From an optimization exercise on the open Yosys and OpenROAD flow, aimed at small area and a short achievable clock period; shortcuts taken in it are not production practice.
The RTL was checked by simulation tests, not by an equivalence proof against the original design.

Setup of v48:
Design memi_bch79, start of the top module:
module memi_bch79 (
    input  wire        clk,
    input  wire        rst_n,
    input  wire        enc_valid,
    input  wire [63:0] enc_data,
    output reg         enc_out_valid,
    output reg  [78:0] enc_code,
    input  wire        dec_valid,
    input  wire [78:0] dec_code,
    output reg         dec_out_valid,
    output reg  [63:0] dec_data,
    output reg  [1:0]  dec_status
);
    function [6:0] gf_mul;
        input [6:0] a;
        input [6:0] b;
        integer k;
        reg [6:0] acc;
        reg [6:0] sh;
        begin
            acc = 7'd0;
            sh  = a;
            for (k = 0; k < 7; k = k + 1) begin
                if (b[k]) acc = acc ^ sh;
                sh = {sh[5:0], 1'b0} ^ (sh[6] ? 7'h09 : 7'h00);
            end
            gf_mul = acc;
        end
    endfunction
    wire [13:0] enc_chk;
    wire enc_par;
    wire ex0 = enc_data[17] ^ enc_data[43];
    wire ex1 = enc_data[14] ^ enc_data[3];
    wire ex2 = enc_data[0] ^ enc_data[22];
    wire ex3 = enc_data[13] ^ enc_data[46];
    wire ex4 = enc_data[27] ^ enc_data[33];
    wire ex5 = enc_data[30] ^ enc_data[44];
    wire ex6 = enc_data[1] ^ enc_data[23];
    wire ex7 = enc_data[31] ^ enc_data[47];
    wire ex8 = enc_data[37] ^ enc_data[62];
    wire ex9 = enc_data[2] ^ enc_data[24];
    wire ex10 = enc_data[38] ^ enc_data[63];
    wire ex11 = enc_data[25] ^ enc_data[26];
    wire ex12 = enc_data[32] ^ enc_data[4];
    wire ex13 = enc_data[18] ^ enc_data[5];
    wire ex14 = enc_data[29] ^ enc_data[45];
    wire ex15 = enc_data[48] ^ enc_data[61];
    wire ex16 = enc_data[50] ^ enc_data[53];
    wire ex17 = enc_data[56] ^ ex1;
    wire ex18 = enc_data[28] ^ enc_data[59];
    wire ex19 = enc_data[10] ^ enc_data[54];
    wire ex20 = enc_data[49] ^ enc_data[57];
    wire ex21 = enc_data[11] ^ enc_data[55];
    wire ex22 = enc_data[12] ^ enc_data[58];
    wire ex23 = enc_data[42] ^ enc_data[6];
    wire ex24 = enc_data[9] ^ ex0;
    wire ex25 = ex14 ^ ex4;
    wire ex26 = ex16 ^ ex2;
    wire ex27 = enc_data[39] ^ ex6;
    wire ex28 = enc_data[7] ^ ex8;
  ...
clock: 20.0 ns
lec_check: 0
cap_margin: 20
core_margin: 2
core_utilization: 50
slew_margin: 20
standard.sh (not shown) runs the stock make flow with config.mk's settings and CLKGATE_MAP_FILE= SYNTH_SCRIPT=/design/flow/synth_recipe.tcl, a recipe that flattens the netlist after the stock synthesis.
==> flow/flow/run.sh <==
#!/bin/bash
# The standard ORFS layout (the standard.sh), with two changes:
# timing repair keeps a setup margin, so that paths are optimised well below
# the 20 ns clock, and the ports get plain buffers.
set -euo pipefail
bash standard.sh SETUP_SLACK_MARGIN=14.6 "BUFFER_PORTS_ARGS=-buffer_cell sky130_fd_sc_hd__buf_1"  finish > orfs_flow.log 2>&1
What v4 does differently from v48 at the input level:
--- a/flow/flow/run.sh
+++ b/flow/flow/run.sh
@@ -6 +6 @@
-bash standard.sh SETUP_SLACK_MARGIN=14.6 "BUFFER_PORTS_ARGS=-buffer_cell sky130_fd_sc_hd__buf_1"  finish > orfs_flow.log 2>&1
+bash standard.sh SETUP_SLACK_MARGIN=14.85 "BUFFER_PORTS_ARGS=-buffer_cell sky130_fd_sc_hd__buf_1"  "CTS_ARGS=-sink_clustering_enable -repair_clock_nets -dont_use_dummy_load -sink_clustering_size 30 -sink_clustering_max_diameter 60" finish > orfs_flow.log 2>&1
--- a/flow/config.mk
+++ b/flow/config.mk
@@ -10,0 +11 @@
+export GPL_TIMING_DRIVEN = 1
==> run summary <==
v4: full flow OK, the timing, DRC and antenna checks passed
v4 has placed cell area above what v48 had.
Going from v48 to v4, the number of gates on the worst path with buffers counted was found to have gone up by 3.
Relative to v48, the hold slack of v4 is lower by 0.019 ns.
Compared with v48, v4 shows number of global-route vias before repair lower by 204.
Input changes introduced in v53 (baseline for comparison: v4):
==> flow/flow/run.sh <==
#!/bin/bash
# The standard ORFS layout (the standard.sh), with two changes:
# timing repair keeps a setup margin, so that paths are optimised well below
# the 20 ns clock, and the ports get plain buffers.
set -euo pipefail
bash standard.sh SETUP_SLACK_MARGIN=14.6 "BUFFER_PORTS_ARGS=-buffer_cell sky130_fd_sc_hd__buf_2"  finish > orfs_flow.log 2>&1
--- a/flow/config.mk
+++ b/flow/config.mk
@@ -11 +11 @@
-export GPL_TIMING_DRIVEN = 1
+export CTS_BUF_LIST = sky130_fd_sc_hd__clkbuf_4 sky130_fd_sc_hd__clkbuf_8
[summary]
Summary of v53 over v4: non-clock buffer count has decreased.
Sequential fraction of total cell area: v53 higher than v4
The run with more routed wire is v53, not v4.
In the flow results for v53 and v4, the routed wirelength normalized by instance count is larger on v4.
The following lists how v23 was set up differently from v53:
--- a/flow/flow/run.sh
+++ b/flow/flow/run.sh
@@ -6 +6 @@
-bash standard.sh SETUP_SLACK_MARGIN=14.6 "BUFFER_PORTS_ARGS=-buffer_cell sky130_fd_sc_hd__buf_2"  finish > orfs_flow.log 2>&1
+bash standard.sh SETUP_SLACK_MARGIN=14.6 "BUFFER_PORTS_ARGS=-buffer_cell sky130_fd_sc_hd__buf_1"  "CTS_ARGS=-sink_clustering_enable -repair_clock_nets -dont_use_dummy_load -sink_clustering_size 30 -sink_clustering_max_diameter 60" finish > orfs_flow.log 2>&1
--- a/flow/config.mk
+++ b/flow/config.mk
@@ -11 +11 @@
-export CTS_BUF_LIST = sky130_fd_sc_hd__clkbuf_4 sky130_fd_sc_hd__clkbuf_8
+export GPL_TIMING_DRIVEN = 1
Notes after the runs:
Compared with v53, v23 shows a global-route usage that is 1.1 points lower. Timing startpoint of the critical path = dec_code[62]: v23; timing startpoint of the critical path = dec_code[48]: v53. Summary of v23 over v53: utilization now sits lower; critical path depth decreased 1; sum of routed wire length over all layers went down; final area down about 3%; number of vias after detailed routing has decreased. Timing, DRC, antenna: 0 failures across v23 and v53.

afterwards: timing with drivers on the ports:
In the flow no input, the clock included, has a driving cell. The finished layouts below were timed again as built, in two steps. Step 1 assumes that a clkbuf_16 drives the clock port and a buf_2 every other input. Step 2 moves the port delays by t, midway between the first and last clock arrival at a register: inputs arrive t later, outputs are due t later. That takes back most of the time a late clock gives input paths. Three values: ideal ports, drivers, drivers and shift; two values: the first two.
run	shift t [ns]	setup slack, ns	hold slack, ns	worst setup path at the end	clock arrival spread, ns
v48	0.599	14.641 / 14.631 / 14.032	0.318 / 0.318 / 0.318	input to register	0.020 / 0.021
v4	0.597	14.863 / 14.841 / 14.288	0.299 / 0.299 / 0.299	input to register	0.074 / 0.074
v53	0.686	14.696 / 14.672 / 13.986	0.302 / 0.302 / 0.302	input to register	0.043 / 0.042
v23	0.576	14.584 / 14.616 / 14.040	0.297 / 0.297 / 0.297	input to register	0.051 / 0.052
After both steps setup and hold are still met in every run listed. The setup slack of v53, which loses most, moves by -0.024 ns with the drivers and by -0.710 ns with both steps.
